This design comes from an exercise in tuning for small area, a short achievable clock period and few clock cycles per item on the open sky130 flow, not from production work. No run shown here included a check of the RTL's function; only the layout flow was run. Power and IR drop assume default switching activity.

### flow/config.mk
export PLATFORM = sky130hd
export DESIGN_NAME = boholt_dec
export DESIGN_NICKNAME = boholt_dec
export VERILOG_FILES = /design/flow/design.v
export SDC_FILE = /design/flow/constraint.sdc
export NUM_CORES = 4
export LEC_CHECK = 0
export CAP_MARGIN = 20
export CORE_MARGIN = 2
export CORE_UTILIZATION = 60
export CTS_BUF_LIST = sky130_fd_sc_hd__clkbuf_4 sky130_fd_sc_hd__clkbuf_8
export PLACE_DENSITY = 0.75
export SETUP_SLACK_MARGIN = 5
export SLEW_MARGIN = 20
### flow/constraint.sdc
create_clock -name core_clock -period 12.0 [get_ports {clk}]
set_input_delay 2.4000 -clock core_clock [delete_from_list [all_inputs] [get_ports {clk}]]
set_output_delay 2.4000 -clock core_clock [all_outputs]
set_load 0.01 [all_outputs]
### flow/design.v
module boholt_dec (
    input  wire        clk,
    input  wire        rst,
    input  wire        in_valid,
    input  wire [31:0] in_data,
    input  wire        in_last,
    output reg         in_ready,
    output reg         out_valid,
    output reg  [15:0] out_item,
    output reg         done,
    output wire [2:0]  res_fault,
    output wire [12:0] res_fault_pos,
    output wire        res_crc_bad,
    output wire [12:0] res_count,
    output wire        hist_we,
    output wire [11:0] hist_waddr,
    output wire [15:0] hist_wdata,
    output reg         hist_re,
    output reg  [11:0] hist_raddr,
    input  wire [15:0] hist_rdata
);
    localparam [15:0] SYNC = 16'hB0B7;
    localparam [31:0] CRC_RESIDUE = 32'hDEBB20E3;
    localparam [2:0] F_NONE     = 3'd0,
                     F_ILLEGAL  = 3'd1,
                     F_DISTANCE = 3'd2,
                     F_OVERRUN  = 3'd3,
                     F_TRUNC    = 3'd4,
                     F_HEADER   = 3'd5;
    localparam [1:0] S_HDR   = 2'd0,    
                     S_CHK   = 2'd1,    
                     S_BODY  = 2'd2,    
                     S_DRAIN = 2'd3;    
    localparam [2:0] T_LIT   = 3'd0,
                     T_SRUN  = 3'd1,
                     T_LRUN  = 3'd2,
                     T_MATCH = 3'd3,
                     T_EOB   = 3'd4,
                     T_ILL   = 3'd5,
                     T_STO   = 3'd6,    
                     T_LIM   = 3'd7;    
    function [15:0] crc16_16(input [15:0] c, input [15:0] d);
        integer i;
        reg [15:0] x;
        begin
            x = c ^ {d[7:0], 8'h00};
            for (i = 0; i < 8; i = i + 1)
                x = x[15] ? ((x << 1) ^ 16'h1021) : (x << 1);
            x = x ^ {d[15:8], 8'h00};
            for (i = 0; i < 8; i = i + 1)
                x = x[15] ? ((x << 1) ^ 16'h1021) : (x << 1);
            crc16_16 = x;
        end
    endfunction
    function [31:0] crc32_16(input [31:0] c, input [15:0] d);
        integer i;
        reg [31:0] x;
        begin
            x = c ^ {16'd0, d};
            for (i = 0; i < 16; i = i + 1)
                x = x[0] ? ((x >> 1) ^ 32'hEDB88320) : (x >> 1);
            crc32_16 = x;
        end
    endfunction
    reg  [1:0]  st;
    reg  [2:0]  hw;              
    reg  [1:0]  hidx;            
    reg         hhalf;           
    reg         l1;              
    reg  [31:0] s0, s1;
    reg         v0, v1;          
    reg  [4:0]  o;               
    reg         lp0, lp1;        
    reg         pay_end;         
    reg  [1:0]  ph;              
    reg  [11:0] wl;              
    reg         wl_nz;           
    reg  [1:0]  pl_lo;           
    reg         cut, stored;
    reg  [12:0] room;            
    reg  [12:0] n_p;             
    reg  [2:0]  fault;
    reg         crc_bad;
    reg         tdone;           
    reg         pdone;           
    reg         end_req;         
    reg  [31:0] crc;             
    reg         f_w1bad, f_c0, f_plnc, f_plc, f_st, f_pz;
    reg         tok_v;
    reg  [2:0]  tok_c;
    reg  [25:0] tok_w;           
    reg  [11:0] cp_n;            
    reg         e_idle;          
    reg         e_le1;           
    reg         cp_ram;          
    reg         cp_p2;           
    reg         pre_q;           
    reg         rd_done;         
    reg         flt;             
    reg  [15:0] prev2;
    reg  [11:0] wcnt;            
    assign res_fault     = fault;
    assign res_fault_pos = flt ? n_p : 13'd0;
    assign res_crc_bad   = crc_bad;
    assign res_count     = n_p;
    wire blk_end;                
    wire hdr_fail;               
    wire        at_max  = (room == 13'd0);
    wire [11:0] d_m1    = tok_w[15:4];                 
    reg  [11:0] len_m1;                                
    always @(*) begin
        case (tok_c)
            T_SRUN:  len_m1 = {8'd0, tok_w[5:2]};
            T_LRUN:  len_m1 = tok_w[14:3];
            default: len_m1 = {2'd0, tok_w[25:16]} + 12'd2;
        endcase
    end
    wire        t_lit   = (tok_c == T_LIT || tok_c == T_STO);
    wire        t_cp    = (tok_c == T_SRUN || tok_c == T_LRUN || tok_c == T_MATCH);
    wire        t_ram   = (tok_c == T_MATCH) && (d_m1[11:1] != 11'd0);
    wire        t_p2    = (tok_c == T_MATCH) && (d_m1 == 12'd1);
    wire        t_m     = (tok_c == T_MATCH);
    wire [11:0] fld     = (tok_c == T_SRUN) ? {8'd0, tok_w[5:2]} :
                          (tok_c == T_LRUN) ? tok_w[14:3] : {2'd0, tok_w[25:16]};
    wire [13:0] room_c  = {1'b0, room} - (t_m ? 14'd3 : 14'd1);   
    wire [12:0] np_c    = n_p + (t_m ? 13'd3 : 13'd1);
    wire        over    = room_c[13] || ({1'b0, fld} > room_c[12:0]);    
    wire        dist_bad = (tok_c == T_MATCH) ? ({1'b0, d_m1} >= n_p) : (n_p == 13'd0);
    wire pop = (st == S_BODY) && tok_v && !pdone && e_idle && (!t_ram || rd_done);
    reg        k_end;
    reg [2:0]  k_fault;
    reg        k_push;
    always @(*) begin
        k_end   = 1'b0;
        k_fault = F_NONE;
        k_push  = 1'b0;
        if (stored && at_max) begin
            k_end = 1'b1;
        end else case (tok_c)
            T_LIT, T_STO: begin
                if (at_max) begin k_end = 1'b1; k_fault = F_OVERRUN; end
                else k_push = 1'b1;
            end
            T_SRUN, T_LRUN, T_MATCH: begin
                if (dist_bad)  begin k_end = 1'b1; k_fault = F_DISTANCE; end
                else if (over) begin k_end = 1'b1; k_fault = F_OVERRUN; end
                else k_push = 1'b1;
            end
            T_EOB: begin
                k_end = 1'b1;
                if (!at_max && !cut) k_fault = F_TRUNC;
            end
            T_ILL: begin
                k_end = 1'b1; k_fault = F_ILLEGAL;
            end
            default: begin   
                k_end = 1'b1;
                if (!cut) k_fault = F_TRUNC;
            end
        endcase
    end
    wire go    = pop && k_push;
    wire go_cp = go && t_cp;
    wire emit  = !e_idle || go;
    wire e_le1_n   = !e_idle ? ((cp_n[11:2] == 10'd0) && !(cp_n[1] && cp_n[0])) : 1'b1;
    wire rd_first  = e_le1_n && (st == S_BODY) && tok_v && !pdone && !pop && t_ram && !pre_q;
    wire rd_second = pre_q;
    wire rd_third  = pop && t_ram;
    wire rd_more   = !e_idle && cp_ram && (cp_n[11:2] != 10'd0 || cp_n[1:0] == 2'd3);
    assign hist_we    = out_valid;
    assign hist_waddr = wcnt;
    assign hist_wdata = out_item;
    reg [15:0] eval;
    always @(*) begin
        if (!e_idle)
            eval = cp_ram ? hist_rdata : cp_p2 ? prev2 : out_item;
        else if (t_ram)
            eval = hist_rdata;
        else if (t_p2)
            eval = prev2;
        else if (t_cp)
            eval = out_item;
        else
            eval = (tok_c == T_STO) ? tok_w[15:0] : tok_w[16:1];
    end
    always @(posedge clk) begin
        out_valid <= emit;
        done      <= end_req && e_idle && !done;
        if (done) begin
            end_req <= 1'b0;
            wcnt    <= 12'hFFF;
        end
        if (emit) begin
            out_item <= eval;
            prev2    <= out_item;
            wcnt     <= wcnt + 12'd1;
        end
        hist_re    <= rd_first || rd_second || rd_third || rd_more;
        hist_raddr <= rd_first ? n_p[11:0] + ~d_m1 : hist_raddr + 12'd1;
        pre_q      <= rd_first;
        rd_done    <= pre_q;
        if (!e_idle) begin
            cp_n   <= cp_n - 12'd1;
            e_idle <= e_le1;
            e_le1  <= (cp_n[11:2] == 10'd0) && !(cp_n[1] && cp_n[0]);
        end else if (go_cp) begin
            cp_n   <= len_m1;
            e_idle <= (len_m1 == 12'd0);
            e_le1  <= (len_m1[11:1] == 11'd0);
            cp_ram <= t_ram;
            cp_p2  <= t_p2;
        end
        if (blk_end || hdr_fail)
            end_req <= 1'b1;
        if (rst) begin
            cp_n      <= 12'd0;
            e_idle    <= 1'b1;
            e_le1     <= 1'b1;
            rd_done   <= 1'b0;
            pre_q     <= 1'b0;
            hist_re   <= 1'b0;
            out_valid <= 1'b0;
            done      <= 1'b0;
            end_req   <= 1'b0;
            wcnt      <= 12'hFFF;
        end
    end
    wire [63:0] dw  = {s1, s0};
    wire [25:0] win = dw[o +: 26];
    wire [5:0] c;
    assign c[0] = !stored && !win[0];
    assign c[1] = !stored && win[0] && !win[1];
    assign c[2] = !stored && win[1:0] == 2'b11 && !win[2];
    assign c[3] = !stored && win[2:0] == 3'b111 && !win[3];
    assign c[4] = !stored && win[3:0] == 4'b1111;
    assign c[5] = stored;
    wire [5:0] lastbits = (pl_lo == 2'd0) ? 6'd32 : {1'b0, pl_lo, 3'b000};
    wire [6:0] avail    = lp0 ? {1'b0, lastbits} - {2'b0, o}
                              : 7'd32 - {2'b0, o} + {1'b0, lastbits};
    wire       near_end = lp0 || lp1;
    reg  [4:0] tl [0:5];
    reg  [5:0] ge, gt, lh;       
    reg  [4:0] o_next;
    reg        retire_c, wait_c, lim_c;
    integer ci;
    always @(*) begin
        tl[0] = 5'd17; tl[1] = 5'd6; tl[2] = 5'd15;
        tl[3] = 5'd26; tl[4] = 5'd5; tl[5] = 5'd16;
        o_next   = 5'd0;
        retire_c = 1'b0;
        wait_c   = 1'b0;
        lim_c    = 1'b0;
        for (ci = 0; ci < 6; ci = ci + 1) begin
            ge[ci] = ({1'b0, o} + {1'b0, tl[ci]}) >= 6'd32;
            gt[ci] = ({1'b0, o} + {1'b0, tl[ci]}) >  6'd32;
            lh[ci] = {2'b0, tl[ci]} > avail;
            if (c[ci]) begin
                o_next   = o_next | (o + tl[ci]);
                retire_c = retire_c | ge[ci];
                wait_c   = wait_c | gt[ci];
                lim_c    = lim_c | lh[ci];
            end
        end
    end
    wire lim_hit = pay_end || (near_end && lim_c);
    wire wait_w  = !v1 && !lp0 && wait_c;
    reg [2:0] t_cls;
    always @(*) begin
        if (lim_hit)   t_cls = T_LIM;
        else if (c[5]) t_cls = T_STO;
        else if (c[0]) t_cls = T_LIT;
        else if (c[1]) t_cls = T_SRUN;
        else if (c[2]) t_cls = T_LRUN;
        else if (c[3]) t_cls = T_MATCH;
        else if (!win[4]) t_cls = T_EOB;
        else           t_cls = T_ILL;
    end
    wire t_last = lim_hit || (c[4] && !stored);    
    wire tstop    = tdone || pdone;
    wire tok_free = !tok_v || pop;
    wire ten      = (st == S_BODY) && !tstop && tok_free &&
                    (pay_end || (v0 && !wait_w));
    wire retire0 = ten && retire_c;                    
    wire xfer    = v1 && (tstop || !v0 || retire0);
    wire take    = in_valid && in_ready;
    wire [13:0] h_plen  = s1[26:13];
    wire [12:0] h_count = s1[12:0];
    wire        h_cut   = s1[26];
    wire        h_stored = s1[24];
    wire hdr_bad = (s0[15:0] != SYNC) || (crc[15:0] != s0[31:16]) ||
                   f_w1bad || (s1[31:29] != 3'd0) ||
                   (f_c0 && !h_cut) ||
                   (!h_cut && f_plnc) || (h_cut && f_plc) ||
                   (h_stored && !h_cut && f_st);
    assign blk_end  = (st == S_BODY) && pdone && !wl_nz && !v1 && (ph == 2'd0);
    wire   chk_go   = (st == S_CHK) && !end_req;
    assign hdr_fail = chk_go && hdr_bad;
    reg rdy_n;
    always @(*) begin
        case (st)
            S_HDR:   rdy_n = take ? (hw == 3'd0) : (hw != 3'd4);
            S_CHK:   rdy_n = chk_go && (hdr_bad || !(h_cut && f_pz));
            S_BODY:  rdy_n = blk_end || (!take && wl_nz && !(v1 && !xfer));
            default: rdy_n = 1'b1;
        endcase
    end
    always @(posedge clk) begin
        in_ready <= rdy_n;
        if (in_ready) begin
            s1 <= in_data;
            l1 <= in_last;
        end
        case (st)
            S_HDR: begin
                if (v1) begin
                    if (hidx == 2'd0) begin
                        s0        <= s1;
                        crc[15:0] <= 16'hFFFF;
                    end else
                        crc[15:0] <= crc16_16(crc[15:0], hhalf ? s1[31:16] : s1[15:0]);
                    if (hidx == 2'd1 && !hhalf) begin
                        f_w1bad <= (s1[31:30] != 2'd0) || (s1[29:27] > 3'd4) ||
                                   (h_count > 13'd4096);
                        f_c0    <= (h_count == 13'd0);
                        f_plnc  <= (h_plen[1:0] != 2'd0) || (h_plen > 14'd8192);
                        f_plc   <= (h_plen > 14'd8708);
                        f_st    <= (h_plen != {h_count[12:1] + {12'd0, h_count[0]}, 2'b00});
                        f_pz    <= (h_plen == 14'd0);
                        room    <= h_count;
                        wl      <= h_plen[13:2] + {11'd0, (h_plen[1:0] != 2'd0)} + 12'd1;
                        pl_lo   <= h_plen[1:0];
                    end
                    hhalf <= 1'b1;
                    if (hhalf) begin
                        v1 <= 1'b0;
                        if (hidx == 2'd3) st <= S_CHK;
                    end
                end
                if (take) begin
                    v1    <= 1'b1;
                    hidx  <= hw[1:0];
                    hhalf <= (hw == 3'd0);
                    hw    <= hw + 3'd1;
                end
            end
            S_CHK: begin
                if (chk_go) begin
                    hw <= 3'd0;
                    if (hdr_bad) begin
                        fault       <= F_HEADER;
                        flt         <= 1'b1;
                        n_p         <= 13'd0;
                        crc_bad     <= 1'b0;
                        st          <= l1 ? S_HDR : S_DRAIN;
                    end else begin
                        st      <= S_BODY;
                        cut     <= h_cut;
                        stored  <= h_stored;
                        wl      <= h_cut ? wl - 12'd1 : wl;
                        wl_nz   <= !(h_cut && f_pz);
                        if (h_cut && !h_stored && room == 13'd0) room <= 13'd4096;
                        n_p     <= 13'd0;
                        fault   <= F_NONE;
                        flt     <= 1'b0;
                        crc_bad <= 1'b0;
                        crc     <= 32'hFFFFFFFF;
                        tdone   <= 1'b0;
                        pdone   <= 1'b0;
                        tok_v   <= 1'b0;
                        pay_end <= f_pz;
                        v0      <= 1'b0;
                        o       <= 5'd0;
                        lp0     <= 1'b0;
                        lp1     <= 1'b0;
                    end
                end
            end
            S_DRAIN: begin
                if (take && in_last) st <= S_HDR;
            end
            default: begin  
                if (ph != 2'd0)
                    crc <= crc32_16(crc, ph[1] ? s0[31:16] : s0[15:0]);
                ph <= (ph == 2'd1) ? 2'd2 : 2'd0;
                if (pop) begin
                    tok_v <= 1'b0;
                    if (k_end) begin
                        pdone <= 1'b1;
                        fault <= k_fault;
                        flt   <= (k_fault != F_NONE);
                    end
                    room <= t_cp ? room_c[12:0] - {1'b0, fld} : room - 13'd1;
                    if (k_push)
                        n_p  <= t_cp ? np_c + {1'b0, fld} : n_p + 13'd1;
                end
                if (ten) begin
                    tok_v <= 1'b1;
                    tok_c <= t_cls;
                    tok_w <= win;
                    o     <= o_next;
                    if (t_last) tdone <= 1'b1;
                    if (retire_c) begin
                        v0 <= 1'b0;
                        if (lp0) pay_end <= 1'b1;
                    end
                end
                if (take) begin
                    v1    <= 1'b1;
                    wl    <= wl - 12'd1;
                    wl_nz <= (wl != 12'd1);
                    lp1   <= (wl == (cut ? 12'd1 : 12'd2));
                end
                if (xfer) begin
                    s0  <= s1;
                    v0  <= 1'b1;
                    lp0 <= lp1;
                    ph  <= 2'd1;
                    if (!take) v1 <= 1'b0;
                end
                if (blk_end) begin
                    crc_bad     <= !cut && (crc != CRC_RESIDUE);
                    st          <= S_HDR;
                    v0          <= 1'b0;
                end
            end
        endcase
        if (rst) begin
            st          <= S_HDR;
            in_ready    <= 1'b1;
            hw          <= 3'd0;
            v0          <= 1'b0;
            v1          <= 1'b0;
            ph          <= 2'd0;
            tdone       <= 1'b1;
            pdone       <= 1'b1;
            tok_v       <= 1'b0;
        end
    end
endmodule
### flow/flow/run.sh
#!/bin/bash
# The standard layout (standard.sh, with its synthesis unchanged), with
#  - each port buffered, as the standard flow does, with the smallest buffer
#    cell (timing repair resizes it where needed).
# Every tool's output goes to standard.log in this folder.
set -euo pipefail
MARGIN=8.0
sed "s/SETUP_SLACK_MARGIN=[0-9.]*/SETUP_SLACK_MARGIN=$MARGIN/" standard.sh > standard_margin.sh
export BUFFER_PORTS_ARGS="-buffer_cell sky130_fd_sc_hd__buf_1"
bash standard_margin.sh > standard.log 2>&1
### flow/standard.sh
#!/bin/bash
# synth_recipe.tcl (not shown) runs the flow's synth.tcl, then flattens the netlist and writes it again
# the make line also repeats each setting of config.mk as NAME=value (left out here)
make -C /OpenROAD-flow-scripts/flow DESIGN_CONFIG=/design/flow/config.mk WORK_HOME=/design/flow/orfs CLKGATE_MAP_FILE= SYNTH_SCRIPT=/design/flow/synth_recipe.tcl "${@:-finish}"
==> key figures, run 1 <==
Run status
  • Outcome: no timing/DRC/antenna violations

Timing
  • Maximum clock frequency: 240 MHz
  • Tmin final: 4.16 ns
  • Total Neg Setup Slack: 0 ns
  • Measured slew at the worst slew-check pin: 1.08 ns
  • Worst Clk Skew: about 0.05 ns
  • Slew Viols, Final: 0
  • Setup-failing EPs final: 0
  • Unrepaired setup endpoints after global routing: true
  • Slew HR: 27.5%
  • Period utilization: 34.7%
  • Final Hold Fails: 0

GRT
  • Vias in the first global route: 18800
  • First-pass GRT wire length: roughly 110000 um
  • GR Util All Layers: 35.9%
  • Pin count of the biggest net entering global routing: 76
  • Total gr overflow: 0
  • Initial antenna violation count: 6

Logic synthesis
  • Mapped cell area: between 0.02 and 0.025 mm2
  • Top FF cell, synth: edfxtp_1
  • Syn Area/Cell: 9.36 um2
  • Post-synth EDFFs: 225
  • Sequential area share after synthesis: 35.0%
  • Syn Inst Count: 2413
  • Yosys cell types: 98
  • Syn Nets: 2560
  • #FFs+latches synth: between 200 and 300
  • Synth Warn #: 2
  • Async set or reset register ratio after synthesis: 0%

Worst hold path
  • Hold Crit Class: reg2reg
  • Hold Startpoint: out_item[10]

Drt
  • DR WL/cell: 23.5 um
  • Vias: 20300
  • Antenna viol nets, final: 0
  • DRT iter0 DRCs: 2381
  • DRC errors left: 0
  • Total Wirelength: approximately 74000 um
  • Vias per cell: 6.46
  • 1st-pass router iterations: 6

Worst setup path
  • Setup crit end kind: register
  • Critical path launch point type: register
  • Crit path from: tok_c[1]
  • CP arrival: 4.53 ns
  • Reg2Reg Launch Point: tok_c[1]
  • Worst-path fanout max: 8
  • CP required: 12.37 ns
  • Crit Path Category: reg2reg

Floorplan
  • Initial Util: 60.4%
  • Die width: between 150 and 200 um
  • Die area: 0.0392 mm2
  • FP Rows: 71
  • # IOs: 143
  • Die H: 198 um
  • Core area: 0.0374 mm2

Clocking
  • Number of buffers created by CTS: 51
  • TritonCTS Sinks: ~280
  • H-Tree Depth: 2
  • CTS tree: done
  • Clk buf depth: 3
  • Post-CTS Hold Buffers: 0
  • Root buf cell: clkbuf_8
  • Clock Latency Late Sink: 0.68 ns
  • Clock transition at path regs: 0.06 ns

Finish
  • Area Growth Syn to Fin: 15.7%
  • Fin area: 0.0261 mm2
  • Layout cells sized above 1: 16.8%
  • Final Util: 69.9%
  • Nets: 2734

Job
  • Max cap viols: 0

Place
  • GP Congestion: ~1.0
  • Dpl hpwl: about 50000 um
  • Placed cell area: 0.0233 mm2
  • I/O Buffers: 142

Pwr
  • Pwr Total: 0.00830 W
  • Peak VDD IR: between 0.5 and 0.6 mV
  • Leakage: between 9 and 10 nW
  • Cell area power density: ~320 mW/mm2
[critical path, stage by stage (launching register included)]
cell and delay [ns]:
edfxtp_1 0.50, inv_1 0.21, nor2_4 0.06, buf_4 0.15
a22oi_1 0.17, nor2_1 0.08, a21oi_2 0.23, inv_1 0.22
ha_1 0.29, nor2b_4 0.12, o21ai_2 0.07, a21oi_2 0.16
o21a_1 0.16, a21o_1 0.15, a41o_1 0.20, o31a_1 0.30
a21oi_4 0.11, buf_12 0.16, o32ai_4 0.23, buf_12 0.16
buf_12 0.13
[area by class of cell]
cell class	count	area, um2
multi-input combinational	1881	14200
fill	2866	11300
sequential	282	7900
timing repair buffer	271	1830
clock buffer	73	892
tap	511	639
inverter	98	385
clock inverter	20	256
timing repair inverter	2	13.8
antenna	4	10.0
[power by group]
part / switching, W / internal, W / leakage, nW
clock: 0.000434 / 0.000592 / 0.599
combinational: 0.00289 / 0.00246 / 6.65
sequential: 0.000360 / 0.00156 / 2.54
[repair_timing]
item | CTS | global route
resized for setup | 58 | 110
setup endpoints to repair | 181 | 169
pin swaps | 23 | 45
cloned | 5 | 11
setup buffers | 49 | 44
[path summary, 6_finish.rpt]
| path | endpoint | slack [ns] | depth (start not counted) |
|---|---|---|---|
| setup / recovery | out_item[8] | 7.84 | 20 |
| hold / removal | prev2[10] | 0.47 | 0 |
| setup reg to reg | out_item[8] | 7.84 | 20 |
| hold reg to reg | prev2[10] | 0.47 | 0 |
[per-stage QoR]
stage | worst slack (ns) | std cells | hold WS [ns]
after floorplan | 8.00 | 2413 | 0.424
after global placement | 6.91 | 2934 | 0.454
after detailed placement | 6.74 | 2935 | 0.454
after CTS | 7.88 | 3082 | 0.474
after global routing | 7.71 | 3141 | 0.496
final | 7.84 | 3142 | 0.473
[layout by cell type (no fill, tap or decap), types with 16 or more instances in the layout]
cell      Yosys  layout
clkbuf_4      0      18
a21o_1       19      18
clkbuf_8      0      55
o21ai_0     134     121
a21oi_1     152     133
nand2_1     268     264
edfxtp_1    225     225
nand3_1      79      71
a21oi_2       0      18
nor4_1       23      23
and2_1       19      19
a211oi_1     36      35
buf_4        20      93
mux4_2       41      41
nand4_1      23      23
mux2_2       29      29
mux2i_1      74      74
dfxtp_1      57      56
xor2_1      103     103
ha_1         90      85
o211ai_1     20      20
nor2_1      172     165
nor2b_1      49      45
a31oi_1      16      16
inv_1        93      88
nor3_1       44      41
xnor2_1     182     182
a22oi_1      26      23
and3_1       26      26
buf_1        18     141
[kinds of logic (layout without fill, tap and decap cells)]
| family | Yosys count | after routing | share of synthesized area, % |
|---|---|---|---|
| DFF | 282 | 282 | 35.0 |
| muxes | 147 | 147 | 9.04 |
| adders and majority gates | 97 | 97 | 5.52 |
| and+or+nand+nor | 776 | 777 | 16.4 |
| AOI/OAI and AO/OA | 540 | 544 | 15.5 |
| xor gates and xnor gates | 316 | 316 | 13.8 |
| buffers and inverters | 255 | 464 | 4.78 |
| other | 0 | 4 | 0 |
[registers in the layout (all words and copies together), names as in the netlist, 3 cells and up]
signal,count
n_p,13
prev2,16
out_item,16
room,13
cp_n,12
hist_raddr,12
wl,12
tok_w,26
o,5
tok_c,3
s0,32
s1,32
wcnt,12
hw,3
crc,32
fault,3
[routing by layer]
metal	up-vias	share of wire [%]	GRT usage, %	routed length [um]
met5	-	0.036	0	27
met4	4	5.7	18.5	4230
met3	276	11	7.82	7870
met2	1323	46	58.7	34000
met1	9588	38	44.9	27800
li1	9099	-	-	-
[Yosys cell counts (8+ instances only)]
cell / n / area (um2)
mux2_2: 29 / 327
a22oi_1: 26 / 195
o211a_1: 9 / 90.1
a21o_1: 19 / 143
o211ai_1: 20 / 150
nor2_1: 172 / 646
edfxtp_1: 225 / 6760
o21ai_0: 134 / 671
and3_1: 26 / 163
o2111ai_1: 12 / 105
buf_1: 18 / 67.6
nand2b_1: 14 / 87.6
nor4_1: 23 / 144
clkbuf_1: 102 / 383
xor2_1: 103 / 902
mux2i_1: 74 / 741
dfxtp_1: 57 / 1140
ha_1: 90 / 1130
nand4_1: 23 / 144
buf_4: 20 / 150
nor4b_1: 8 / 70.1
a31oi_1: 16 / 100
a21boi_0: 11 / 82.6
xnor2_1: 182 / 1590
o21a_1: 11 / 82.6
or3_1: 10 / 62.6
a21oi_1: 152 / 761
a211oi_1: 36 / 270
inv_1: 93 / 349
nand3_1: 79 / 395
and2_1: 19 / 119
o31ai_1: 11 / 82.6
buf_2: 13 / 65.1
xnor2_2: 14 / 228
mux4_2: 41 / 923
nand2_1: 268 / 1010
nor3_1: 44 / 220
nor2b_1: 49 / 307
==> run 2: changes to the inputs <==
--- a/flow/design.v
+++ b/flow/design.v
@@ -98,3 +98,3 @@
     reg         rd_done;         
-    reg         flt;             
+    reg  [12:0] fpos;            
     reg  [15:0] prev2;
@@ -102,3 +102,3 @@
     assign res_fault     = fault;
-    assign res_fault_pos = flt ? n_p : 13'd0;
+    assign res_fault_pos = fpos;
     assign res_crc_bad   = crc_bad;
@@ -121,8 +121,3 @@
     wire        t_p2    = (tok_c == T_MATCH) && (d_m1 == 12'd1);
-    wire        t_m     = (tok_c == T_MATCH);
-    wire [11:0] fld     = (tok_c == T_SRUN) ? {8'd0, tok_w[5:2]} :
-                          (tok_c == T_LRUN) ? tok_w[14:3] : {2'd0, tok_w[25:16]};
-    wire [13:0] room_c  = {1'b0, room} - (t_m ? 14'd3 : 14'd1);   
-    wire [12:0] np_c    = n_p + (t_m ? 13'd3 : 13'd1);
-    wire        over    = room_c[13] || ({1'b0, fld} > room_c[12:0]);    
+    wire        over    = {1'b0, len_m1} >= room;      
     wire        dist_bad = (tok_c == T_MATCH) ? ({1'b0, d_m1} >= n_p) : (n_p == 13'd0);
@@ -350,3 +345,3 @@
                         fault       <= F_HEADER;
-                        flt         <= 1'b1;
+                        fpos        <= 13'd0;
                         n_p         <= 13'd0;
@@ -363,3 +358,3 @@
                         fault   <= F_NONE;
-                        flt     <= 1'b0;
+                        fpos    <= 13'd0;
                         crc_bad <= 1'b0;
@@ -389,7 +384,7 @@
                         fault <= k_fault;
-                        flt   <= (k_fault != F_NONE);
+                        if (k_fault != F_NONE) fpos <= n_p;
                     end
-                    room <= t_cp ? room_c[12:0] - {1'b0, fld} : room - 13'd1;
+                    room <= t_cp ? room + {1'b1, ~len_m1} : room - 13'd1;
                     if (k_push)
-                        n_p  <= t_cp ? np_c + {1'b0, fld} : n_p + 13'd1;
+                        n_p  <= t_cp ? n_p + {1'b0, len_m1} + 13'd1 : n_p + 13'd1;
                 end
--- a/flow/config.mk
+++ b/flow/config.mk
@@ -9,5 +9,5 @@
 export CORE_MARGIN = 2
-export CORE_UTILIZATION = 60
+export CORE_UTILIZATION = 55
 export CTS_BUF_LIST = sky130_fd_sc_hd__clkbuf_4 sky130_fd_sc_hd__clkbuf_8
-export PLACE_DENSITY = 0.75
+export PLACE_DENSITY = 0.7
 export SETUP_SLACK_MARGIN = 5
==> run 2 against run 1 <==
  * Register-to-register slack better by 0.21 ns
  * Sequential share of layout area up 2.0 points
  * Synthesized cell count down 3.5%
  * Non-clock buffer count down 26
  * First-iteration DRC count down 9.8%
  * Worst hold slack better by 0.0094 ns
  * Setup slack better by 0.21 ns
  * Core utilization down 5.8 points
  * Clock power up 5%
  * Flip-flop and latch count up 12
  * Critical path type unchanged
==> key figures, run 2 <==
Logic synthesis
  • Post-synth EDFFs: 237 (+5.3%)
  • Synth cell count leaders: nand2_1 (248), edfxtp_1 (237), xnor2_1 (194), nor2_1 (157), a21oi_1 (136)
  • Adder-cell area share of the yosys netlist: 5.33% (-0.19 points)
  • Compound-gate portion of the synthesized area: 15.5% (-0.077 points)
  • Count leader, synth: nand2_1
  • Top FF cell, synth: edfxtp_1
  • Syn Area/Cell: 9.63 um2 (+2.9%)
  • Async set or reset register ratio after synthesis: 0% (unchanged)
  • Area contributors post-synth: edfxtp_1 (32%), xnor2_1 (7.6%), dfxtp_1 (5.1%)
  • Top-area cell type share of the netlist area: 31.7% (+1.8 points)
  • #FFs+latches synth: 294 (+4.3%)
  • Yosys cell types: 98 (unchanged)
  • Mux share of post-synthesis cell area: 8.93% (-0.10 points)
  • Largest family of logic cells by synthesized area: simple AND/OR/NAND/NOR gates
  • Area leader, netlist: edfxtp_1
  • Xor/xnor share of the synthesized area: 13.0% (-0.80 points)
  • Syn Inst Count: 2329 (-3.5%)
  • Syn Nets: 2474 (-3.4%)
  • Sequential area share after synthesis: 36.8% (+1.8 points)
  • Synth Warn #: 2 (unchanged)
  • Post-synthesis simple-gate area fraction: 15.5% (-0.85 points)
  • Mapped cell area: 0.0224 mm2 (-0.65%)

Timing
  • Measured slew at the worst slew-check pin: 1.24 ns (+0.163 ns)
  • Period utilization: 33.0% (-1.8 points)
  • Total Neg Setup Slack: 0 ns (unchanged)
  • Maximum clock frequency: 253 MHz (+5.3%)
  • Unrepaired setup endpoints after global routing: true
  • Tmin final: 3.95 ns (-0.211 ns)
  • Slew Viols, Final: 0 (unchanged)
  • Setup-failing EPs final: 0 (unchanged)
  • Slew HR: 16.2% (-11 points)
  • Final Hold Fails: 0 (unchanged)
  • Worst Clk Skew: 0.0540 ns (+0.00375 ns)
  • Worst hold slack: 0.482 ns (+0.00945 ns)

Finish
  • Most frequent cells in the layout: nand2_1 (248), edfxtp_1 (237), xnor2_1 (192)
  • Most common cell after layout, fill and taps aside: nand2_1
  • Multi-input logic area: 0.0135 mm2 (-4.7%)
  • Sequential cell area: 0.00826 mm2 (+4.5%)
  • Biggest regs: crc: 32 flops, s0: 32 flops, s1: 32 flops
  • Fill cell total of the finished layout: 3242 (+13%)
  • Nets: 2623 (-4.1%)
  • Layout cells sized above 1: 14.5% (-2.3 points)
  • Area Growth Syn to Fin: 14.2%

Floorplan
  • FP Rows: 73 (+2.8%)
  • Core area: 0.0400 mm2 (+7.0%)
  • Die area: 0.0424 mm2 (+8.2%)
  • Die H: 206 um (+4.0%)
  • Die width: 206 um (+4.0%)
  • # IOs: 143 (unchanged)
  • Initial Util: 56.1% (-4.3 points)

Place
  • Dpl hpwl: 47400 um (-5.5%)
  • I/O Buffers: 142 (unchanged)
  • GP Congestion: 1.02 (-0.72%)

Clocking
  • TritonCTS Sinks: 294 (+4.3%)
  • Clock transition at path regs: 0.06 ns (about the same)
  • Clk buf depth: 3 (unchanged)
  • Number of buffers created by CTS: 53 (+3.9%)
  • Clock Latency Late Sink: 0.69 ns (about the same)
  • Root buf cell: clkbuf_8
  • H-Tree Depth: 2 (unchanged)
  • Post-CTS Hold Buffers: 0 (unchanged)
  • CTS tree: done

Pwr
  • Leakage: 9.44 nW (-3.6%)
  • Peak VDD IR: 0.866 mV (+47%)
  • Cell area power density: 309 mW/mm2 (-2.6%)

Worst setup path
  • CP arrival: 4.33 ns (-0.20 ns)
  • Setup crit end kind: register
  • Critical path launch point type: register
  • Crit Path Category: reg2reg
  • Crit path from: tok_c[1]
  • Reg2Reg Launch Point: tok_c[1]
  • CP required: 12.38 ns (about the same)
  • Worst-path fanout max: 12 (+4)

Worst hold path
  • Hold Crit Class: reg2reg
  • Hold Startpoint: pre_q

Drt
  • DRT iter0 DRCs: 2147 (-9.8%)
  • DR WL/cell: 23.0 um (-2.3%)
  • 1st-pass router iterations: 8 (+2)
  • DRC errors left: 0 (unchanged)
  • Antenna viol nets, final: 0 (unchanged)
  • Vias: 19300 (-4.7%)
  • Total Wirelength: 70200 um (-5.2%)
  • Vias per cell: 6.34 (-1.8%)

GRT
  • Total gr overflow: 0 (unchanged)
  • Initial antenna violation count: 1 (-5)
  • First-pass GRT wire length: 106000 um (-1.5%)
  • GR Util All Layers: 32.5% (-3.4 points)
  • Pin count of the biggest net entering global routing: 67 (-12%)
  • Vias in the first global route: 18500 (-1.5%)

Job
  • Max cap viols: 0 (unchanged)

Run status
  • Outcome: no timing/DRC/antenna violations
[run 2: per-layer routing]
layer / global-route usage (%) / share of wire (%) / up-vias
met1: 41.3 / 39 / 9227
met3: 6.02 / 8.3 / 241
li1: - / - / 8846
met2: 52.8 / 47 / 1024
met5: 0 / 0 / -
met4: 17.2 / 5.6 / 0
[run 2: worst max-delay path, stage by stage (launching register included)]
cell and delay [ns]:
edfxtp_1 0.46, buf_4 0.20, buf_4 0.14, buf_4 0.17
o31ai_2 0.26, a221oi_2 0.09, buf_4 0.18, ha_1 0.27
nand2_1 0.04, o21ai_1 0.15, a41o_1 0.28, a31oi_4 0.13
a21o_1 0.18, a221o_1 0.39, a311oi_4 0.38, buf_4 0.19
buf_8 0.13
[run 2: logic make-up after synthesis]
group                      count (synthesis)
DFF                                      294
and+or+nand+nor                          722
muxes                                    144
xor gates and xnor gates                 297
adders and majority gates                 94
AOI/OAI and AO/OA                        523
buffers and inverters                    255
[run 2: per-stage QoR]
stage               setup WS (ns)  std cells  area (um2)  util [%]  total power (W)
finish                       8.05       3049       25600      64.0          0.00792
global route                 7.87       3048       25600      64.0          0.00847
CTS                          7.89       3008       24900      62.4          0.00790
detailed placement           6.40       2873       23200      58.0          0.00676
global placement             6.52       2873       23200      58.0          0.00669
floorplan                    6.23       2329       22500         -          0.00579
[run 2: area by class of cell]
| type | count | share of cell area, % |
|---|---|---|
| tap | 525 | 2.56 |
| clock inverter | 33 | 1.31 |
| clock buffer | 67 | 3.31 |
| inverter | 98 | 1.54 |
| sequential | 294 | 32.2 |
| multi-input combinational | 1784 | 52.8 |
| antenna | 1 | 0.00977 |
| timing repair inverter | 2 | 0.0537 |
| timing repair buffer | 245 | 6.12 |
[run 2: worst paths after layout]
kind	endpoint	slack [ns]	depth (start not counted)
worst min register to register	rd_done	0.48	1
worst max register to register	fpos[6]	8.05	16
worst min-delay path	rd_done	0.48	1
worst max-delay path	fpos[6]	8.05	16
[run 2: power by group]
| part | switching, W | leakage, nW | internal (W) |
|---|---|---|---|
| registers | 0.000297 | 2.65 | 0.00158 |
| logic | 0.00265 | 6.18 | 0.00232 |
| clock network | 0.000462 | 0.616 | 0.000617 |
| total | 0.00341 | 9.44 | 0.00452 |
[run 2: what timing repair did]
item	in CTS	in global routing
hold endpoints to repair	0	0
setup buffers	29	34
pin swaps	7	20
gates cloned	6	6
gates resized for setup	57	61
endpoints found under the setup margin	202	129
==> run 3: changes to the inputs <==
--- a/flow/config.mk
+++ b/flow/config.mk
@@ -9,5 +9,5 @@
 export CORE_MARGIN = 2
-export CORE_UTILIZATION = 55
+export CORE_UTILIZATION = 60
 export CTS_BUF_LIST = sky130_fd_sc_hd__clkbuf_4 sky130_fd_sc_hd__clkbuf_8
-export PLACE_DENSITY = 0.7
+export PLACE_DENSITY = 0.75
 export SETUP_SLACK_MARGIN = 5
==> run 3 against run 2 <==
  * Critical path depth shrank 2
  * Still clean on timing, DRC and antenna
  * Register-to-register slack gained 0.06 ns
  * Clock power shrank 6%
  * Clock skew shrank 0.0094 ns
==> key figures, run 3 <==
Worst hold path
  • Hold Crit Class: reg2reg
  • Hold path cells: 0 (-1)

Worst setup path
  • Crit Path Category: reg2reg
  • Critical path launch point type: register
  • Critical Path, Cell by Cell: buf_4 -> nor2b_4 -> a21oi_1 -> o221ai_2 -> buf_4 -> ha_1 -> a21o_1 -> a21oi_1 -> o21ai_1 -> a41o_1 -> nand3b_1 -> a21bo_4 -> nor3_4 -> o21a_4
  • WP buf/inv: 2 (-4)
  • Slowest CP cell: edfxtp_1
  • CP required: 12.36 ns (-0.02 ns)
  • Worst path depth: 14 (-2)
  • CP arrival: 4.26 ns (-0.07 ns)
  • Setup crit end kind: register
  • Crit path max-delay family: compound AO/OA/AOI/OAI gates
  • Max incr delay on CP: 0.49 ns (+0.03 ns)
  • Worst-path fanout max: 7 (-5)
  • Register-to-Register Path Depth: 14 (-2)

Finish
  • Layout cells sized above 1: 13.2% (-1.3 points)
  • Fill cell total of the finished layout: 2876 (-11%)
  • Most common cell after layout, fill and taps aside: nand2_1
  • Nets: 2596 (-1.0%)
  • Final Non-Filler Cells: 2961 (-2.9%)
  • Most frequent cells in the layout: nand2_1 (247), edfxtp_1 (237), xnor2_1 (194)
  • Biggest regs: crc: 32 flops, s0: 32 flops, s1: 32 flops
  • Area Growth Syn to Fin: 11.5%

Logic synthesis
  • Area contributors post-synth: edfxtp_1 (32%), xnor2_1 (7.6%), dfxtp_1 (5.1%)
  • Mapped cell area: 0.0224 mm2 (unchanged)
  • Synth Warn #: 2 (unchanged)
  • Yosys cell types: 98 (unchanged)
  • Sequential area share after synthesis: 36.8% (unchanged)
  • Syn Area/Cell: 9.63 um2 (unchanged)
  • Top-area cell type share of the netlist area: 31.7% (unchanged)
  • Syn Nets: 2474 (unchanged)
  • Count leader, synth: nand2_1
  • Top FF cell, synth: edfxtp_1
  • Syn Inst Count: 2329 (unchanged)
  • Synth cell count leaders: nand2_1 (248), edfxtp_1 (237), xnor2_1 (194), nor2_1 (157), a21oi_1 (136)
  • #FFs+latches synth: 294 (unchanged)
  • Area leader, netlist: edfxtp_1
  • Post-synth EDFFs: 237 (unchanged)
  • Async set or reset register ratio after synthesis: 0% (unchanged)

Clocking
  • Clock Latency Late Sink: 0.66 ns (-0.03 ns)
  • Number of buffers created by CTS: 51 (-3.8%)
  • Clk buf depth: 3 (unchanged)
  • H-Tree Depth: 2 (unchanged)
  • Clock transition at path regs: 0.07 ns (about the same)
  • Post-CTS Hold Buffers: 0 (unchanged)
  • Root buf cell: clkbuf_8
  • TritonCTS Sinks: 294 (unchanged)
  • CTS tree: done

Floorplan
  • # IOs: 143 (unchanged)
  • Die H: 197 um (-4.2%)
  • Initial Util: 61.1% (+5.1 points)
  • Die area: 0.0390 mm2 (-8.2%)
  • FP Rows: 70 (-4.1%)
  • Die width: 197 um (-4.2%)
  • Core area: 0.0367 mm2 (-8.3%)

Drt
  • Total Wirelength: 68800 um (-1.9%)
  • DRC errors left: 0 (unchanged)
  • DR WL/cell: 23.2 um (+0.99%)
  • 1st-pass router iterations: 6 (-2)
  • DRT iter0 DRCs: 2101 (-2.1%)
  • Vias: 19400 (+0.36%)
  • Antenna viol nets, final: 0 (unchanged)
  • Vias per cell: 6.55 (+3.3%)

Timing
  • Period utilization: 32.5% (-0.48 points)
  • Setup-failing EPs final: 0 (unchanged)
  • Total Neg Setup Slack: 0 ns (unchanged)
  • Unrepaired setup endpoints after global routing: false
  • Worst Clk Skew: 0.0446 ns (-0.00940 ns)
  • Slew HR: 19.6% (+3.4 points)
  • Slew Viols, Final: 0 (unchanged)
  • Maximum clock frequency: 257 MHz (+1.5%)
  • Tmin final: 3.90 ns (-0.0573 ns)
  • Worst setup margin: 8.10 ns (+0.0573 ns)
  • Measured slew at the worst slew-check pin: 1.19 ns (-0.0511 ns)
  • Final Hold Fails: 0 (unchanged)

Pwr
  • Leakage: 9.23 nW (-2.3%)
  • Pwr Total: 0.00788 W (-0.49%)
  • Cell area power density: 315 mW/mm2 (+1.9%)
  • Peak VDD IR: 0.681 mV (-21%)

Place
  • Dpl hpwl: 46900 um (-0.88%)
  • Placed instance count: 2815 (-2.0%)
  • I/O Buffers: 142 (unchanged)
  • Worst slack, placed: 6.99 ns (+0.587 ns)
  • GP Congestion: 1.01 (-1.1%)

Run status
  • Outcome: no timing/DRC/antenna violations

GRT
  • First-pass GRT wire length: 105000 um (-1.5%)
  • Initial antenna violation count: 0 (-1)
  • Total gr overflow: 0 (unchanged)
  • Vias in the first global route: 18700 (+1.1%)
  • GR Util All Layers: 34.6% (+2.2 points)
  • Pin count of the biggest net entering global routing: 67 (unchanged)

Job
  • Max cap viols: 0 (unchanged)
run 3: cell counts after synthesis:
Identical to the previous run, type by type.
run 3: area by class of cell:
cell class	count	area, um2	share of cell area [%]
well taps	468	586	2.34
repair buffers	220	1270	5.08
flip-flops and latches	294	8260	33.0
multi-input cells	1784	13400	53.5
repair inverters	2	11.3	0.0450
clock buffers	74	937	3.75
diodes	1	2.50	0.0100
clock inverters	20	178	0.710
inverters	98	397	1.59
run 3: final timing paths:
check	from	end	slack, ns
max	tok_c[2]	n_p[6]	8.10
min	out_item[2]	prev2[2]	0.47
max reg2reg	tok_c[2]	n_p[6]	8.10
min reg2reg	out_item[2]	prev2[2]	0.47
run 3: stage by stage:
stage	utilization [%]	hold WS, ns	instance area [um2]
finish	68.2	0.466	25000
global route	68.2	0.501	25000
CTS	67.1	0.475	24600
global placement	63.0	0.455	23100
detailed placement	63.0	0.459	23100
floorplan	-	0.424	22500
run 3: logic make-up (layout without fill, tap and decap cells):
group / after synthesis / in the layout / synth area share (%)
simple gates: 722 / 725 / 15.5
compound gates: 523 / 524 / 15.5
other cells: 0 / 1 / 0
xor+xnor: 297 / 297 / 13.0
buf+inv: 255 / 414 / 4.96
fa+ha+maj: 94 / 94 / 5.33
flops: 294 / 294 / 36.8
mux: 144 / 144 / 8.93
run 3: power by group:
part | total [W] | switching (W) | internal, W
clock | 0.00101 | 0.000442 | 0.000568
combinational | 0.00500 | 0.00269 | 0.00231
sequential | 0.00187 | 0.000294 | 0.00158
run 3: timing repair:
item                                    CTS  global route
resized for setup                        43            44
setup buffers                            21            21
gates cloned                              4             5
pin swaps                                 5            11
endpoints found under the setup margin  197           125
run 3: metal layers:
layer	vias to the layer above	global-route usage [%]	share of wire, %	routed length, um
met5	-	0	0	0
met4	0	19.1	6.1	4180
met3	260	5.96	8.7	5990
met2	1154	57.1	47	32200
met1	9212	43.5	38	26400
li1	8781	-	-	-
==> run 4: changes to the inputs <==
--- a/flow/design.v
+++ b/flow/design.v
@@ -200,5 +200,5 @@
             e_le1  <= (cp_n[11:2] == 10'd0) && !(cp_n[1] && cp_n[0]);
-        end else if (go_cp) begin
+        end else if (pop && t_cp) begin
             cp_n   <= len_m1;
-            e_idle <= (len_m1 == 12'd0);
+            e_idle <= !k_push || (len_m1 == 12'd0);
             e_le1  <= (len_m1[11:1] == 11'd0);
==> run 4 against run 3 <==
  * Critical endpoint is now s0[24]
  * Worst hold slack gained 0.013 ns
  * Final area grew 0.53%
  * Largest cell class unchanged
  * Count of clock-buffer cells in the layout shrank 16
  * First-iteration DRC count grew 6.5%
  * Final cell count grew 1.0%
  * Largest power group unchanged
  * Register-to-register slack lost 0.12 ns
==> key figures, run 4 <==
Finish
  • Most frequent cells in the layout: edfxtp_1 (237), nand2_1 (231), xnor2_1 (200)
  • Most common cell after layout, fill and taps aside: edfxtp_1
  • Layout cells sized above 1: 13.4% (+0.20 points)
  • Biggest regs: crc: 32 flops, s0: 32 flops, s1: 32 flops
  • Final Non-Filler Cells: 2991 (+1.0%)
  • Area Growth Syn to Fin: 13.1%
  • Nets: 2627 (+1.2%)

Clocking
  • Number of buffers created by CTS: 51 (unchanged)
  • Clk buf depth: 3 (unchanged)
  • CTS tree: done
  • Clock transition at path regs: 0.07 ns (about the same)
  • Clock Latency Late Sink: 0.68 ns (+0.02 ns)
  • H-Tree Depth: 2 (unchanged)
  • Root buf cell: clkbuf_8
  • TritonCTS Sinks: 294 (unchanged)

Logic synthesis
  • Post-synth EDFFs: 237 (unchanged)
  • Syn Inst Count: 2339 (+0.43%)
  • Area contributors post-synth: edfxtp_1 (32%), xnor2_1 (7.9%), dfxtp_1 (5.1%)
  • Async set or reset register ratio after synthesis: 0% (unchanged)
  • #FFs+latches synth: 294 (unchanged)
  • Area leader, netlist: edfxtp_1
  • Top-area cell type share of the netlist area: 32.0% (+0.28 points)
  • Syn Area/Cell: 9.51 um2 (-1.3%)
  • Top FF cell, synth: edfxtp_1
  • Mapped cell area: 0.0222 mm2 (-0.87%)
  • Synth Warn #: 2 (unchanged)
  • Syn Nets: 2484 (+0.40%)
  • Count leader, synth: edfxtp_1
  • Synth cell count leaders: edfxtp_1 (237), nand2_1 (232), xnor2_1 (201), nor2_1 (169), a21oi_1 (158)
  • Sequential area share after synthesis: 37.1% (+0.32 points)
  • Yosys cell types: 95 (-3.1%)

Worst setup path
  • Crit path max-delay family: compound AO/OA/AOI/OAI gates
  • Register-to-Register Path Depth: 14 (unchanged)
  • CP arrival: 4.44 ns (+0.18 ns)
  • Critical Path, Cell by Cell: buf_12 -> buf_16 -> mux2_4 -> mux2_4 -> a221o_1 -> a21oi_2 -> buf_4 -> mux2_4 -> o211ai_4 -> o21ai_4 -> buf_12 -> a2111o_1 -> o21a_4 -> and3_4
  • R2R Path End: s0[24]
  • Most used cell, CP: mux2_4
  • Worst-path fanout max: 8 (+1)
  • Reg2Reg Launch Point: o[0]
  • Worst R2R Setup Slack: 7.98 ns (-0.12 ns)
  • Crit Path Category: reg2reg
  • Slowest CP cell: a2111o_1
  • Max incr delay on CP: 0.46 ns (-0.03 ns)
  • Setup crit end kind: register
  • Critical path launch point type: register
  • WP buf/inv: 4 (+2)
  • CP required: 12.42 ns (+0.06 ns)

Floorplan
  • Die width: 197 um (-0.43%)
  • # IOs: 143 (unchanged)
  • Die area: 0.0386 mm2 (-0.85%)
  • Die H: 197 um (-0.43%)
  • FP Rows: 70 (unchanged)
  • Core area: 0.0365 mm2 (-0.48%)
  • Initial Util: 60.9% (-0.24 points)

Pwr
  • Cell internal pwr: 0.00456 W (+2.3%)
  • Peak VDD IR: 0.808 mV (+19%)
  • Clock network power share: 12.4% (-0.4 points)
  • Flop pwr share: 23.5% (-0.3 points)
  • Cell area power density: 322 mW/mm2 (+2.2%)
  • Net load switching power: 0.00354 W (+3.3%)
  • Switching share of power: 43.7% (+0.24 points)
  • Comb pwr share: 64.1% (+0.7 points)
  • Leakage: 9.34 nW (+1.2%)

Drt
  • DRC errors left: 0 (unchanged)
  • 1st-pass router iterations: 6 (unchanged)
  • Total Wirelength: 72900 um (+6.0%)
  • Antenna viol nets, final: 0 (unchanged)
  • Vias: 19800 (+2.1%)
  • Vias per cell: 6.63 (+1.1%)
  • DRT iter0 DRCs: 2237 (+6.5%)
  • DR WL/cell: 24.4 um (+4.9%)

Timing
  • Unrepaired setup endpoints after global routing: true
  • Total Neg Setup Slack: 0 ns (unchanged)
  • Measured slew at the worst slew-check pin: 1.19 ns (-0.00429 ns)
  • Period utilization: 33.5% (+1.0 points)
  • Slew HR: 20.3% (+0.69 points)
  • Slew Viols, Final: 0 (unchanged)
  • Setup-failing EPs final: 0 (unchanged)
  • Tmin final: 4.02 ns (+0.123 ns)
  • Worst Clk Skew: 0.0384 ns (-0.00621 ns)
  • Maximum clock frequency: 249 MHz (-3.1%)
  • Final Hold Fails: 0 (unchanged)

Place
  • Placed instance count: 2830 (+0.53%)
  • I/O Buffers: 142 (unchanged)
  • GP Congestion: 0.976 (-3.6%)
  • Dpl hpwl: 50100 um (+6.7%)

Worst hold path
  • Hold Crit Class: reg2reg
  • Hold EP: prev2[13]
  • Hold Startpoint: out_item[13]
  • Hold path cells: 0 (unchanged)

Run status
  • Outcome: no timing/DRC/antenna violations

GRT
  • GR Util All Layers: 36.9% (+2.3 points)
  • Pin count of the biggest net entering global routing: 63 (-6.0%)
  • Vias in the first global route: 18700 (+0.15%)
  • Total gr overflow: 0 (unchanged)
  • Initial antenna violation count: 1 (+1)
  • First-pass GRT wire length: 109000 um (+4.4%)

Job
  • Max cap viols: 0 (unchanged)
[run 4: logic make-up after synthesis]
kind of cell / Yosys count / share of synthesized area, %
and+or+nand+nor: 709 / 15.1
DFF: 294 / 37.1
AOI/OAI and AO/OA: 531 / 15.6
muxes: 162 / 9.41
buffers and inverters: 252 / 4.88
xor gates and xnor gates: 296 / 12.5
adders and majority gates: 95 / 5.42
[run 4: worst max path at each step]
stage / start / to / slack (ns) / cells past startpoint
after floorplan: o[1] / s0[0] / 8.01 / 15
after global placement: o[0] / s0[27] / 6.81 / 14
after detailed placement: o[0] / s0[27] / 6.78 / 14
after CTS: tok_c[2] / room[12] / 8.00 / 16
after global routing: tok_c[0] / room[12] / 7.87 / 17
final: o[0] / s0[24] / 7.98 / 14
[run 4: timing repair]
item                                    CTS  global route
hold buffers                              0             0
endpoints found under the setup margin  178            90
cloned                                    8             5
pin swaps                                 4            11
resized for setup                        46            60
buffers inserted                         22            32
[run 4: metal layers]
metal / up-vias / global-route usage (%) / routed length, um
met3: 284 / 6.64 / 7280
li1: 8825 / - / -
met1: 9455 / 46.6 / 27600
met4: 2 / 19.2 / 3890
met5: - / 0 / 13
met2: 1255 / 61.0 / 34200
[run 4: area by class of cell]
type	instances	area, um2
Sequential cell	294	8260
Clock inverter	35	319
Multi-Input combinational cell	1798	13200
Clock buffer	58	754
Fill cell	2855	11400
Inverter	93	387
Antenna cell	1	2.50
Timing Repair Buffer	244	1600
Tap cell	468	586
[run 4: per-stage QoR]
step / power (W) / cell area (um2) / utilization, % / hold slack [ns] / setup slack [ns]
2_1_floorplan: 0.00595 / 22300 / - / 0.424 / 8.01
3_3_place_gp: 0.00688 / 23000 / 62.9 / 0.453 / 6.81
3_5_place_dp: 0.00695 / 23000 / 62.9 / 0.458 / 6.78
4_1_cts: 0.00802 / 24600 / 67.3 / 0.479 / 8.00
5_1_grt: 0.00856 / 25100 / 68.8 / 0.497 / 7.87
6_report: 0.00810 / 25100 / 68.9 / 0.479 / 7.98
[run 4: power groups by stage]
| stage | clock [W] | combinational (W) | sequential, W |
|---|---|---|---|
| after global routing | 0.00106 | 0.00559 | 0.00191 |
| after global placement | 0 | 0.00498 | 0.00190 |
| after floorplan | 0 | 0.00418 | 0.00177 |
| final | 0.00100 | 0.00519 | 0.00190 |
| after detailed placement | 0 | 0.00505 | 0.00190 |
| after CTS | 0.00101 | 0.00512 | 0.00189 |
==> run 5: changes to the inputs <==
--- a/flow/design.v
+++ b/flow/design.v
@@ -84,2 +84,3 @@
     reg         tdone;           
+    reg         mb;              
     reg         pdone;           
@@ -98,3 +99,3 @@
     reg         rd_done;         
-    reg  [12:0] fpos;            
+    reg         flt;             
     reg  [15:0] prev2;
@@ -102,3 +103,3 @@
     assign res_fault     = fault;
-    assign res_fault_pos = fpos;
+    assign res_fault_pos = flt ? n_p : 13'd0;
     assign res_crc_bad   = crc_bad;
@@ -160,3 +161,3 @@
     wire e_le1_n   = !e_idle ? ((cp_n[11:2] == 10'd0) && !(cp_n[1] && cp_n[0])) : 1'b1;
-    wire rd_first  = e_le1_n && (st == S_BODY) && tok_v && !pdone && !pop && t_ram && !pre_q;
+    wire rd_first  = e_le1_n && (st == S_BODY) && (tok_v || mb) && !pdone && !pop && t_ram && !pre_q;
     wire rd_second = pre_q;
@@ -200,5 +201,5 @@
             e_le1  <= (cp_n[11:2] == 10'd0) && !(cp_n[1] && cp_n[0]);
-        end else if (pop && t_cp) begin
+        end else if (go_cp) begin
             cp_n   <= len_m1;
-            e_idle <= !k_push || (len_m1 == 12'd0);
+            e_idle <= (len_m1 == 12'd0);
             e_le1  <= (len_m1[11:1] == 11'd0);
@@ -223,10 +224,12 @@
     wire [63:0] dw  = {s1, s0};
-    wire [25:0] win = dw[o +: 26];
-    wire [5:0] c;
-    assign c[0] = !stored && !win[0];
-    assign c[1] = !stored && win[0] && !win[1];
-    assign c[2] = !stored && win[1:0] == 2'b11 && !win[2];
-    assign c[3] = !stored && win[2:0] == 3'b111 && !win[3];
-    assign c[4] = !stored && win[3:0] == 4'b1111;
-    assign c[5] = stored;
+    wire [16:0] win = dw[o +: 17];
+    wire       tk = !stored && !mb;
+    wire [6:0] c;
+    assign c[0] = tk && !win[0];
+    assign c[1] = tk && win[0] && !win[1];
+    assign c[2] = tk && win[1:0] == 2'b11 && !win[2];
+    assign c[3] = tk && win[2:0] == 3'b111 && !win[3];
+    assign c[4] = tk && win[3:0] == 4'b1111;
+    assign c[5] = stored && !mb;
+    assign c[6] = mb;
     wire [5:0] lastbits = (pl_lo == 2'd0) ? 6'd32 : {1'b0, pl_lo, 3'b000};
@@ -235,4 +238,5 @@
     wire       near_end = lp0 || lp1;
-    reg  [4:0] tl [0:5];
-    reg  [5:0] ge, gt, lh;       
+    reg  [4:0] tl [0:6];         
+    reg  [4:0] tn [0:6];         
+    reg  [6:0] ge, gt, lh;       
     reg  [4:0] o_next;
@@ -241,4 +245,6 @@
     always @(*) begin
-        tl[0] = 5'd17; tl[1] = 5'd6; tl[2] = 5'd15;
-        tl[3] = 5'd26; tl[4] = 5'd5; tl[5] = 5'd16;
+        tl[0] = 5'd17; tl[1] = 5'd6; tl[2] = 5'd15; tl[3] = 5'd16;
+        tl[4] = 5'd5;  tl[5] = 5'd16; tl[6] = 5'd10;
+        tn[0] = 5'd17; tn[1] = 5'd6; tn[2] = 5'd15; tn[3] = 5'd26;
+        tn[4] = 5'd5;  tn[5] = 5'd16; tn[6] = 5'd10;
         o_next   = 5'd0;
@@ -247,6 +253,6 @@
         lim_c    = 1'b0;
-        for (ci = 0; ci < 6; ci = ci + 1) begin
+        for (ci = 0; ci < 7; ci = ci + 1) begin
             ge[ci] = ({1'b0, o} + {1'b0, tl[ci]}) >= 6'd32;
-            gt[ci] = ({1'b0, o} + {1'b0, tl[ci]}) >  6'd32;
-            lh[ci] = {2'b0, tl[ci]} > avail;
+            gt[ci] = ({1'b0, o} + {1'b0, tn[ci]}) >  6'd32;
+            lh[ci] = {2'b0, tn[ci]} > avail;
             if (c[ci]) begin
@@ -259,3 +265,3 @@
     end
-    wire lim_hit = pay_end || (near_end && lim_c);
+    wire lim_hit = !mb && (pay_end || (near_end && lim_c));
     wire wait_w  = !v1 && !lp0 && wait_c;
@@ -268,3 +274,3 @@
         else if (c[2]) t_cls = T_LRUN;
-        else if (c[3]) t_cls = T_MATCH;
+        else if (c[3] || mb) t_cls = T_MATCH;
         else if (!win[4]) t_cls = T_EOB;
@@ -345,3 +351,3 @@
                         fault       <= F_HEADER;
-                        fpos        <= 13'd0;
+                        flt         <= 1'b1;
                         n_p         <= 13'd0;
@@ -358,3 +364,3 @@
                         fault   <= F_NONE;
-                        fpos    <= 13'd0;
+                        flt     <= 1'b0;
                         crc_bad <= 1'b0;
@@ -362,2 +368,3 @@
                         tdone   <= 1'b0;
+                        mb      <= 1'b0;
                         pdone   <= 1'b0;
@@ -384,12 +391,20 @@
                         fault <= k_fault;
-                        if (k_fault != F_NONE) fpos <= n_p;
+                        flt   <= (k_fault != F_NONE);
                     end
-                    room <= t_cp ? room + {1'b1, ~len_m1} : room - 13'd1;
-                    if (k_push)
+                    if (k_push) begin
                         n_p  <= t_cp ? n_p + {1'b0, len_m1} + 13'd1 : n_p + 13'd1;
+                        room <= t_cp ? room + {1'b1, ~len_m1} : room - 13'd1;
+                    end
                 end
                 if (ten) begin
-                    tok_v <= 1'b1;
                     tok_c <= t_cls;
-                    tok_w <= win;
+                    if (mb) begin
+                        tok_w[25:16] <= win[9:0];
+                        tok_v <= 1'b1;
+                        mb    <= 1'b0;
+                    end else begin
+                        tok_w[16:0] <= win;
+                        if (c[3] && !lim_hit) mb <= 1'b1;
+                        else tok_v <= 1'b1;
+                    end
                     o     <= o_next;
@@ -429,2 +444,3 @@
             tdone       <= 1'b1;
+            mb          <= 1'b0;
             pdone       <= 1'b1;
==> run 5 against run 4 <==
  * Still clean
  * Clock skew grew 0.011 ns
  * Flip-flop and latch count down 11
  * Final area decreased by 4.0%
  * Die area is 3.4% lower
  * Count of clock-buffer cells in the layout increased by 6
  * Via count is 6.7% lower
  * Wire length is 11% lower
  * Sequential power down 3%
  * Synthesized cell count is 5.6% lower
  * Combinational power grew 5.0%
  * Worst hold slack improved by 0.00095 ns
  * Clock power shrank 14%
  * Critical path type unchanged
  * Highest routed layer is now met4
==> key figures, run 5 <==
Floorplan
  • Die H: 193 um (-1.7%)
  • Initial Util: 60.7% (-0.22 points)
  • FP Rows: 69 (-1.4%)
  • Die width: 193 um (-1.7%)
  • Core area: 0.0354 mm2 (-3.1%)
  • # IOs: 143 (unchanged)
  • Die area: 0.0373 mm2 (-3.4%)

GRT
  • Pin count of the biggest net entering global routing: 70 (+11%)
  • First-pass GRT wire length: 96600 um (-11%)
  • Total gr overflow: 0 (unchanged)
  • Initial antenna violation count: 1 (unchanged)
  • Vias in the first global route: 17400 (-7.2%)
  • GR Util All Layers: 33.8% (-3.2 points)

Logic synthesis
  • Area contributors post-synth: edfxtp_1 (31%), xnor2_1 (8.5%), dfxtp_1 (5.4%)
  • Syn Inst Count: 2209 (-5.6%)
  • Top FF cell, synth: edfxtp_1
  • Syn Area/Cell: 9.72 um2 (+2.2%)
  • Mapped cell area: 0.0215 mm2 (-3.4%)
  • Synth Warn #: 3 (+1)
  • Synth cell count leaders: edfxtp_1 (225), nand2_1 (216), xnor2_1 (209), nor2_1 (158), a21oi_1 (136)
  • Yosys cell types: 91 (-4.2%)
  • Count leader, synth: edfxtp_1
  • Top-area cell type share of the netlist area: 31.5% (-0.54 points)
  • Area leader, netlist: edfxtp_1
  • Sequential area share after synthesis: 36.9% (-0.26 points)
  • #FFs+latches synth: 283 (-3.7%)
  • Post-synth EDFFs: 225 (-5.1%)
  • Syn Nets: 2354 (-5.2%)
  • Async set or reset register ratio after synthesis: 0% (unchanged)

Timing
  • Period utilization: 33.4% (-0.089 points)
  • Unrepaired setup endpoints after global routing: true
  • Tmin final: 4.01 ns (-0.0107 ns)
  • Worst Clk Skew: 0.0494 ns (+0.0110 ns)
  • Slew HR: 25.8% (+5.5 points)
  • Maximum clock frequency: 249 MHz (+0.27%)
  • Measured slew at the worst slew-check pin: 1.11 ns (-0.0758 ns)
  • Total Neg Setup Slack: 0 ns (unchanged)
  • Worst setup margin: 7.99 ns (+0.0107 ns)
  • Slew Viols, Final: 0 (unchanged)
  • Final Hold Fails: 0 (unchanged)
  • Setup-failing EPs final: 0 (unchanged)

Pwr
  • Leakage: 8.73 nW (-6.5%)
  • Peak VDD IR: 0.512 mV (-37%)
  • Pwr Total: 0.00816 W (+0.82%)
  • Cell area power density: 338 mW/mm2 (+5.0%)

Worst setup path
  • Crit path from: tok_c[1]
  • Reg2Reg Launch Point: tok_c[1]
  • Register-to-Register Path Depth: 17 (+3)
  • Critical path endpoint: room[4]
  • Critical path launch point type: register
  • Setup crit end kind: register
  • Worst-path fanout max: 8 (unchanged)
  • Crit Path Category: reg2reg
  • CP required: 12.37 ns (-0.05 ns)
  • R2R Path End: room[4]
  • CP arrival: 4.38 ns (-0.06 ns)
  • Worst R2R Setup Slack: 7.99 ns (about the same)

Run status
  • Outcome: no timing/DRC/antenna violations

Clocking
  • H-Tree Depth: 2 (unchanged)
  • TritonCTS Sinks: 283 (-3.7%)
  • Number of buffers created by CTS: 51 (unchanged)
  • Clock transition at path regs: 0.06 ns (about the same)
  • Clock Latency Late Sink: 0.66 ns (-0.02 ns)
  • Root buf cell: clkbuf_8
  • CTS tree: done
  • Clk buf depth: 3 (unchanged)

Drt
  • DRT iter0 DRCs: 1848 (-17%)
  • 1st-pass router iterations: 8 (+2)
  • Vias per cell: 6.45 (-2.7%)
  • DR WL/cell: 22.6 um (-7.3%)
  • Total Wirelength: 64800 um (-11%)
  • Antenna viol nets, final: 0 (unchanged)
  • Vias: 18500 (-6.7%)
  • DRC errors left: 0 (unchanged)

Finish
  • Layout cells sized above 1: 14.2% (+0.73 points)
  • Most common cell after layout, fill and taps aside: edfxtp_1
  • Nets: 2514 (-4.3%)
  • Biggest regs: crc: 32 flops, s0: 32 flops, s1: 32 flops
  • Area Growth Syn to Fin: 12.5%
  • Most frequent cells in the layout: edfxtp_1 (225), nand2_1 (214), xnor2_1 (209)
  • Ant. Diodes: 0 (-1)
  • Final Non-Filler Cells: 2868 (-4.1%)

Place
  • Placed instance count: 2703 (-4.5%)
  • I/O Buffers: 142 (unchanged)
  • Dpl hpwl: 45300 um (-9.5%)
  • GP Congestion: 1.02 (+4.5%)
  • Worst slack, placed: 6.67 ns (-0.116 ns)

Worst hold path
  • Hold Crit Class: reg2reg

Job
  • Max cap viols: 0 (unchanged)
[run 5: cell types whose count changed after synthesis, moves of 9 or more]
cell / delta
nor3_1: -9
nor2_1: -11
nand2_1: -16
a21oi_1: -22
mux4_2: +14
mux2i_1: -40
edfxtp_1: -12
o21ai_0: -23
and2_1: +11
clkbuf_1: -26
nand2b_1: +13
nand3_1: -9
o211ai_1: -9
[run 5: cell families (layout without fill, tap and decap cells)]
| kind of cell | count (synthesis) | count (layout) | synth area share [%] |
|---|---|---|---|
| fa+ha+maj | 94 | 94 | 5.57 |
| xor+xnor | 305 | 305 | 13.9 |
| simple gates | 697 | 699 | 15.8 |
| compound gates | 482 | 482 | 14.7 |
| flops | 283 | 283 | 36.9 |
| mux | 125 | 125 | 8.77 |
| buf+inv | 223 | 419 | 4.43 |
[run 5: layout make-up]
type / count / area (um2)
inverter: 89 / 344
tap: 461 / 577
fill: 2814 / 11200
sequential: 283 / 7920
clock inverter: 27 / 129
multi-input combinational: 1705 / 12900
timing repair buffer: 238 / 1440
clock buffer: 64 / 800
timing repair inverter: 1 / 7.51
[run 5: where the power goes]
group          internal, W  switching, W
Combinational      0.00252       0.00293
Clock             0.000437      0.000424
Sequential         0.00158      0.000274
[run 5: metal layers]
metal	share of wire [%]	GRT usage [%]	up-vias
li1	-	-	8369
met4	5.3	17.8	0
met2	47	55.1	1060
met1	39	42.7	8824
met5	0	0	-
met3	9.3	6.44	248
[run 5: worst min path at each step]
stage               depth (start not counted)    startpoint         to
global route                                2      cp_n[10]   cp_n[10]
detailed placement                          0  out_item[12]  prev2[12]
CTS                                         2      cp_n[10]   cp_n[10]
global placement                            2      cp_n[10]   cp_n[10]
finish                                      2      cp_n[10]   cp_n[10]
floorplan                                   0        s1[22]     s0[22]
[run 5: through the flow]
stage                     hold slack (ns)  area [um2]  utilization [%]
after global routing                0.497       24100             68.2
final                               0.480       24100             68.2
after global placement              0.455       22200             62.8
after detailed placement            0.467       22200             62.8
after floorplan                     0.421       21500                -
after CTS                           0.475       23600             66.5
[run 5: repair_timing]
action / 4_1_cts / 5_1_grt
hold buffers: 0 / 0
pin swaps: 5 / 16
cloned: 3 / 6
resized for setup: 38 / 51
setup buffers: 26 / 38
setup endpoints to repair: 204 / 180
[run 5: worst max-delay path, cell delays in order (launching register included)]
cell       delay, ns
edfxtp_1        0.52
buf_6           0.17
nor2_2          0.06
nor2_4          0.16
buf_12          0.13
o32ai_1         0.09
a21oi_2         0.34
buf_4           0.18
ha_1            0.22
a21o_1          0.18
a21o_1          0.17
a21oi_2         0.13
o211ai_1        0.16
a211oi_2        0.34
buf_4           0.19
o21ai_4         0.08
a221oi_4        0.41
clkbuf_16       0.22

[re-timing with driven ports]
No port has a modelled driver above. Below, the same layouts with a new extraction and two added sets of constraints.
Step 1 assumes that a clkbuf_16 drives the clock port and a buf_2 every other input.
Step 2 also shifts input and output timing later by t, the mid clock arrival at the registers, as if the neighbouring blocks saw the same clock.
Three values: ideal ports, drivers, drivers and shift; two values: the first two.
run	t (ns)	setup slack, ns	latest minus earliest clock arrival (ns)	worst data-port slew with drivers (ns)	pins driven straight from the clock port
run 1	0.708	7.835 / 7.835 / 7.670	0.051 / 0.050	0.04	1
run 2	0.716	8.046 / 8.046 / 7.927	0.056 / 0.055	0.06	1
run 3	0.698	8.103 / 8.057 / 7.977	0.046 / 0.046	0.04	1
run 4	0.708	7.980 / 7.980 / 7.928	0.039 / 0.039	0.05	1
run 5	0.687	7.991 / 7.991 / 7.991	0.052 / 0.052	0.04	1
After both steps every run listed still meets setup and hold. The setup slack of run 1, which loses most, moves by 0.000 ns with the drivers and by -0.165 ns with both steps.
